From an optimization exercise on the open Yosys and OpenROAD flow, aimed at small area and a short achievable clock period; shortcuts taken in it are not production practice. In this exercise RTL edits were held to simulation tests only and were not proved equivalent to the original. Power and IR drop assume default switching activity.

==> design.v <==
module lane_contrib (
    input  wire          clk,
    input  wire          rst,
    input  wire          in_valid,
    input  wire          m_kind4,
    input  wire [3:0]    m_count,
    input  wire [4:0]    m_exp,
    input  wire [1:0]    w_fmt,       
    input  wire [7:0]    w_scale,
    input  wire [7:0]    w_offset,
    input  wire [63:0]   w_code,
    input  wire [127:0]  esc_entry,
    input  wire [7:0]    esc_ok,
    output reg           out_valid,
    output reg  [255:0]  out_contrib,
    output reg  [7:0]    out_sat,
    output reg  [7:0]    out_nonfin,
    output reg  [7:0]    out_escovr
);
    reg          v0, v1, v2;
    reg          kind4_0;
    reg  [3:0]   count_0;
    reg  [4:0]   mexp_0;
    reg  [1:0]   fmt_0;
    reg  [7:0]   scale_0, offset_0;
    reg  [63:0]  code_0;
    reg  [127:0] entry_0;
    reg  [7:0]   ok_0;
    always @(posedge clk) begin
        if (rst) begin
            v0 <= 1'b0; v1 <= 1'b0; v2 <= 1'b0; out_valid <= 1'b0;
        end else begin
            v0 <= in_valid; v1 <= v0; v2 <= v1; out_valid <= v2;
        end
        kind4_0  <= m_kind4;
        count_0  <= m_count;
        mexp_0   <= m_exp;
        fmt_0    <= w_fmt;
        scale_0  <= w_scale;
        offset_0 <= w_offset;
        code_0   <= w_code;
        entry_0  <= esc_entry;
        ok_0     <= esc_ok;
    end
    wire [4:0] mq = kind4_0 ? {count_0[3], count_0} : {1'b0, count_0};
    wire [4:0] me = kind4_0 ? mexp_0 : 5'd0;
    wire block    = fmt_0[1];
    wire constant = block && (scale_0 == 8'd0);
    wire scaled   = block && !constant;
    wire esc_fmt  = scaled && !fmt_0[0];
    wire signed [9:0] rs = scaled ? 10'sd158 - $signed({2'b00, scale_0}) - $signed({5'd0, me})
                                  : 10'sd31 - $signed({5'd0, me});
    wire signed [9:0] rb = -10'sd90 - $signed({5'd0, me});
    reg  b0_one, b0_two, b0_neg, b1_one, b1_two, b1_neg, b2_one, b2_neg;
    always @(posedge clk) begin
        b0_one <= mq[0];
        b0_two <= mq[1] & ~mq[0];
        b0_neg <= mq[1];
        b1_one <= mq[2] ^ mq[1];
        b1_two <= (mq[3] & ~mq[2] & ~mq[1]) | (~mq[3] & mq[2] & mq[1]);
        b1_neg <= mq[3];
        b2_one <= mq[4] ^ mq[3];
        b2_neg <= mq[4];
    end
    genvar i;
    generate
        for (i = 0; i < 8; i = i + 1) begin : g_lane
            wire [7:0]  code  = code_0[8*i +: 8];
            wire [15:0] entry = entry_0[16*i +: 16];
            wire        ok    = ok_0[i];
            wire esc = esc_fmt && (code[3:0] == 4'b1000);
            wire [7:0] b_exp = entry[14:7];
            wire [6:0] b_man = entry[6:0];
            wire b_ff  = (b_exp == 8'hFF);
            wire b_nan = b_ff && (b_man != 7'd0);
            wire b_inf = b_ff && (b_man == 7'd0);
            wire b_z   = (b_exp == 8'd0);
            wire [7:0] b_sig = b_nan ? 8'd0 : b_inf ? 8'd255 : {!b_z, b_man};
            wire [7:0] b_ep  = b_inf ? 8'd254 : b_z ? 8'd1 : b_exp;
            wire [8:0] q = fmt_0[0] ? {code[7], code} : {{5{code[3]}}, code[3:0]};
            wire [8:0] a = constant ? {offset_0[7], offset_0} :
                           esc      ? (ok ? {1'b0, b_sig} : 9'd0) : q;
            wire signed [9:0] re = rb + $signed({2'b00, ~b_ep});
            wire signed [9:0] r  = esc ? re : rs;
            wire big   = r[9];                             
            wire under = !r[9] && (r > 10'sd43);           
            reg  [8:0] a_1;
            reg  [5:0] r_1;
            reg        flip_1, big_1, nf_1, eo_1;
            always @(posedge clk) begin
                a_1    <= under ? 9'd0 : a;
                r_1    <= (under || big) ? 6'd0 : r[5:0];
                flip_1 <= esc & entry[15];
                big_1  <= big;
                nf_1   <= esc && ok && b_ff;
                eo_1   <= esc && !ok;
            end
            wire n0 = b0_neg ^ flip_1;
            wire n1 = b1_neg ^ flip_1;
            wire n2 = b2_neg ^ flip_1;
            wire [9:0] a10 = {a_1[8], a_1};
            wire [9:0] s0 = (b0_one ? a10 : 10'd0) | (b0_two ? {a_1, 1'b0} : 10'd0);
            wire [9:0] s1 = (b1_one ? a10 : 10'd0) | (b1_two ? {a_1, 1'b0} : 10'd0);
            wire [9:0] s2 = (b2_one ? a10 : 10'd0);
            wire [9:0] pp0 = s0 ^ {10{n0}};
            wire [9:0] pp1 = s1 ^ {10{n1}};
            wire [9:0] pp2 = s2 ^ {10{n2}};
            wire [13:0] rc = (r_1[5] && !r_1[4]) ? (14'd1 << r_1[3:0]) : 14'd0;
            wire [13:0] sum = {4'd0, ~pp0[9], pp0[8:0]}
                            + {2'd0, ~pp1[9], pp1[8:0], 2'd0}
                            + {~pp2[9], pp2[8:0], 4'd0}
                            + {13'd0, n0} + {11'd0, n1, 2'd0} + {9'd0, n2, 4'd0}
                            + rc + 14'd5632;
            reg [13:0] p_2;
            reg [5:0]  r_2;
            reg        big_2, nf_2, eo_2;
            always @(posedge clk) begin
                p_2   <= sum;
                r_2   <= r_1;
                big_2 <= big_1;
                nf_2  <= nf_1;
                eo_2  <= eo_1;
            end
            wire sgn = p_2[13];
            wire [11:0] u = p_2[11:0] ^ {12{sgn}};
            reg  [11:0] t;       
            reg  [11:0] z;       
            integer k;
            always @(*) begin
                t[11] = u[11];
                for (k = 10; k >= 0; k = k - 1) t[k] = t[k+1] | u[k];
                z[0] = !p_2[0];
                for (k = 1; k < 12; k = k + 1) z[k] = z[k-1] & !p_2[k];
            end
            wire nz   = sgn | t[0];
            wire lovf = (r_2[5:4] == 2'b00) && (r_2[3:0] < 4'd12) && t[r_2[3:0]];
            wire sat  = big_2 ? nz : lovf;
            wire tie  = r_2[5] && !r_2[4] && z[r_2[3:0]];
            wire signed [44:0] wide = {p_2, 31'd0};
            wire [44:0] y = wide >>> r_2;
            always @(posedge clk) begin
                out_contrib[32*i +: 32] <= sat ? {sgn, {31{!sgn}}} : {y[31:1], y[0] & !tie};
                out_sat[i]    <= sat;
                out_nonfin[i] <= nf_2;
                out_escovr[i] <= eo_2;
            end
        end
    endgenerate
endmodule
==> run.sh <==
#!/bin/bash
# synth_recipe.tcl (not shown) runs the flow's synth.tcl, then flattens the netlist and writes it again
# the make line also repeats each setting of config.mk as NAME=value (left out here)
make -C /OpenROAD-flow-scripts/flow DESIGN_CONFIG=/design/flow/config.mk WORK_HOME=/design/flow/orfs CLKGATE_MAP_FILE= SYNTH_SCRIPT=/design/flow/synth_recipe.tcl finish
==> config.mk <==
export PLATFORM = sky130hd
export DESIGN_NAME = lane_contrib
export DESIGN_NICKNAME = lane_contrib
export VERILOG_FILES = /design/flow/design.v
export SDC_FILE = /design/flow/constraint.sdc
export NUM_CORES = 4
export LEC_CHECK = 0
export CAP_MARGIN = 20
export CORE_MARGIN = 2
export CORE_UTILIZATION = 40
export SLEW_MARGIN = 20
==> constraint.sdc <==
create_clock -name core_clock -period 16.0 [get_ports {clk}]
set_input_delay 3.2000 -clock core_clock [delete_from_list [all_inputs] [get_ports {clk}]]
set_output_delay 3.2000 -clock core_clock [all_outputs]
set_load 0.01 [all_outputs]
==> results.json <==
{
  "drt_iter0_markers": 4267,
  "p_per_area_mw_per_mm2": 174,
  "setup_tns_ps": 0,
  "worstMarginPinSlew_ps": 1080,
  "overflow": 0,
  "yosysSeqAreaShare_pct": 33.5,
  "crit_type": "flop to flop",
  "synth-edff-count": 0,
  "critPathRequiredTime_ps": 16610,
  "synthFlopType": "dfxtp_1",
  "grt_pass1_wl_mm": 251,
  "max_clock_freq_mhz": 201,
  "synth.distinct_cells": 110,
  "fill_cells": 12100,
  "final.min_clock_period_ps": 4970,
  "syn_inst": 5823,
  "outcome": "no timing/DRC/antenna violations",
  "grt.total_usage_pct": 24.3,
  "core_mm2": 0.127,
  "startpoint": "b2_neg$_DFF_P_",
  "final_antenna_net_count": 0,
  "die_y_um": 362,
  "cpPeakStageDelay_ps": 670,
  "ir_drop_v": 0.0000973,
  "leakage_nw": 24.2,
  "post-place-ws_ps": 11130,
  "hp-start": "g_lane[6].eo_2$_DFF_P_",
  "synth_warnings": 1,
  "yosys-top-cells-count": "856 x dfxtp_1, 500 x nand2_1, 444 x a21oi_1",
  "placed_cell_area_mm2": 0.0576,
  "synth_top_area_share_pct": 33.5,
  "antenna_found_initial": 6,
  "clk_latency_ps": 720,
  "cts_tree": "built",
  "drive_above_1_share_pct": 7.78,
  "vias_per_cell": 5.61,
  "dieArea_mm2": 0.131,
  "critical_path_arrival_ps": 5580,
  "relSlewSlack_pct": 27.9,
  "cp-start-kind": "flop",
  "cts_made_buffers": 95,
  "post_cts_buffers": 0,
  "crit_path_max_fanout": 10,
  "grt_pass1_vias": 42700,
  "setup_viol": 0,
  "crit_family": "adder cells",
  "drv_slew": 0,
  "wirelength_mm": 163,
  "clock_skew_ps": 35.2,
  "ctsResizeCount": 0,
  "fin_ws_ps": 11030,
  "nets": 6809,
  "synth-seq-cells": 856,
  "grt_max_degree": 74,
  "end_kind": "flop",
  "path_cells": "buf_4 -> xnor2_2 -> inv_1 -> fa_1 -> inv_1 -> fa_1 -> fa_1 -> inv_1 -> ha_1 -> a21o_1 -> a21oi_1 -> o21ai_0 -> a21oi_1 -> o21ai_0 -> a21o_1 -> a21oi_1 -> xnor2_1",
  "cap_violations": 0,
  "hold_viol": 0,
  "critPathBufInv": 4,
  "synth_most_common_cell": "dfxtp_1",
  "drcViolationCount": 0,
  "hold_buffers": 0,
  "gp_congestion": 0.937,
  "seq_area_mm2": 0.0172,
  "synth_nets": 6472,
  "numClockSinks": 856,
  "syn_area_per_cell_um2": 8.79,
  "clk_path_buf_depth": 3,
  "io_buffers": 511,
  "design_area_mm2": 0.0608,
  "clk_pin_slew_ps": 70,
  "multi_input_area_mm2": 0.0315,
  "synth_area_mm2": 0.0512,
  "pin_count": 512,
  "dp_hpwl_mm": 125,
  "rsz0062_at_grt": "false",
  "synth.area.top_cells": "dfxtp_1 33%, ha_1 6.5%, fa_1 5.9%",
  "num_vias": 44300,
  "dr.pass1.iters": 6,
  "area_delta_synth_final_pct": 18.8,
  "wl_per_cell_um": 20.6,
  "start_util_pct": 40.2,
  "rows": 131,
  "async_reset_ff_share_pct": 0,
  "cts-root-buf": "clkbuf_16",
  "ctsHtreeMaxLevel": 3,
  "r2r-start": "b2_neg$_DFF_P_",
  "finalCoreUtilization_pct": 47.8,
  "hp-class": "flop to flop",
  "yosys.area.top_type": "dfxtp_1",
  "cp_slowest_cell": "xnor2_2",
  "post-route-period-util_pct": 31.0,
  "die_w_um": 362
}
[report_power, final]
group | switching (mW) | internal (mW) | leakage (nW)
clock | 0.943 | 1.29 | 1.58
combinational | 2.58 | 2.34 | 15.4
sequential | 0.670 | 2.76 | 7.17
[cell type report]
cell class | count | area share, %
timing repair buffer | 574 | 9.19
clock buffer | 121 | 4.25
clock inverter | 53 | 1.06
tap | 1662 | 3.42
antenna | 3 | 0.0123
inverter | 345 | 2.13
multi-input combinational | 4288 | 51.7
sequential | 856 | 28.2
[logic make-up (layout without fill, tap and decap cells)]
group                    after synthesis  after routing  synth area share, %
multiplexers                         269            269                 6.70
AND/OR/NAND/NOR                     1597           1597                 15.1
AO/OA/AOI/OAI                       1599           1599                 19.9
other                                  0              3                    0
XOR/XNOR                             392            392                 6.96
adder cells (fa/ha/maj)              431            431                 12.7
buffers and inverters                679           1093                 5.15
flip-flops                           856            856                 33.5
[state kept, by name, summed over array words and instances (netlist names), 2 cells and up]
signal,cells
g_lane.r_1,48
code_0,64
out_contrib,256
g_lane.eo_2,8
ok_0,8
g_lane.a_1,72
entry_0,128
g_lane.nf_2,8
out_nonfin,8
g_lane.flip_1,8
g_lane.nf_1,8
count_0,4
out_sat,8
g_lane.big_1,8
fmt_0,2
offset_0,8
g_lane.p_2,112
mexp_0,5
g_lane.eo_1,8
g_lane.big_2,8
g_lane.r_2,48
scale_0,8
out_escovr,8
[worst paths after layout]
path / end / slack, ps / depth (start not counted)
setup reg to reg: g_lane[6].p_2[12]$_DFF_P_ / 11030 / 17
hold reg to reg: out_escovr[6]$_DFF_P_ / 320 / 0
setup / recovery: g_lane[6].p_2[12]$_DFF_P_ / 11030 / 17
hold / removal: out_escovr[6]$_DFF_P_ / 320 / 0
[cells in the final DEF, fill, tap and decap left out, drive strengths merged, types with 58 or more instances in the layout]
| master | instances |
|---|---|
| dfxtp | 856 |
| clkdlybuf4s50 | 511 |
| nand2 | 500 |
| a21oi | 449 |
| o21ai | 408 |
| nor2 | 379 |
| inv | 352 |
| xnor2 | 278 |
| ha | 266 |
| a22oi | 235 |
| fa | 152 |
| clkbuf | 121 |
| mux2i | 116 |
| xor2 | 109 |
| mux2 | 106 |
| nand3 | 104 |
| nand2b | 103 |
| nor3 | 95 |
| nor2b | 88 |
| a31oi | 69 |
| buf | 63 |
| a211oi | 61 |
| and2 | 58 |
[per-stage QoR]
step                hold slack [ps]  cells  power [mW]
global placement                313   7725        8.33
detailed placement              312   7725        8.35
global route                    331   7901        11.4
floorplan                       310   5823        6.58
finish                          323   7902        10.6
CTS                             326   7899        10.7
[worst reg2reg max path, cell delays in order, from the launching register on]
cell,delay (ps)
dfxtp_1,440
buf_4,280
xnor2_2,680
inv_1,130
fa_1,510
inv_1,50
fa_1,470
fa_1,540
inv_1,50
ha_1,260
a21o_1,180
a21oi_1,210
o21ai_0,110
a21oi_1,230
o21ai_0,190
a21o_1,220
a21oi_1,160
xnor2_1,150
[metal layers]
metal / wire (um) / GRT usage, %
met4: 4960 / 8.35
met1: 75900 / 35.0
met5: 7 / 0
met2: 68000 / 35.8
met3: 13700 / 5.17

==> re-timing with driven ports <==
The results above use ideal ports. As a check the final layout listed here was re-extracted and re-timed, cells and wires unchanged. Step 1, drivers: a clkbuf_16 drives clk and a buf_2 each remaining input, both assumed. Step 2 adds t to the input delays and takes it off the output delays; t is the mean of the earliest and latest rising clock arrival at the registers after step 1. Input paths then give back, and output paths get back, about the clock's delay inside the block. Three values: no drivers, after step 1, after step 2; two values: the first two.
t, ns: 0.779
setup slack, ns: 11.032 / 11.032 / 11.032
worst hold slack (ns): 0.323 / 0.323 / 0.323
worst slew at a driven data input, ns: 0.10
pins driven straight from the clock port: 1
After both steps setup and hold are still met in this run. For this run, drivers alone change the setup slack by 0.000 ns; drivers and shift together by 0.000 ns.
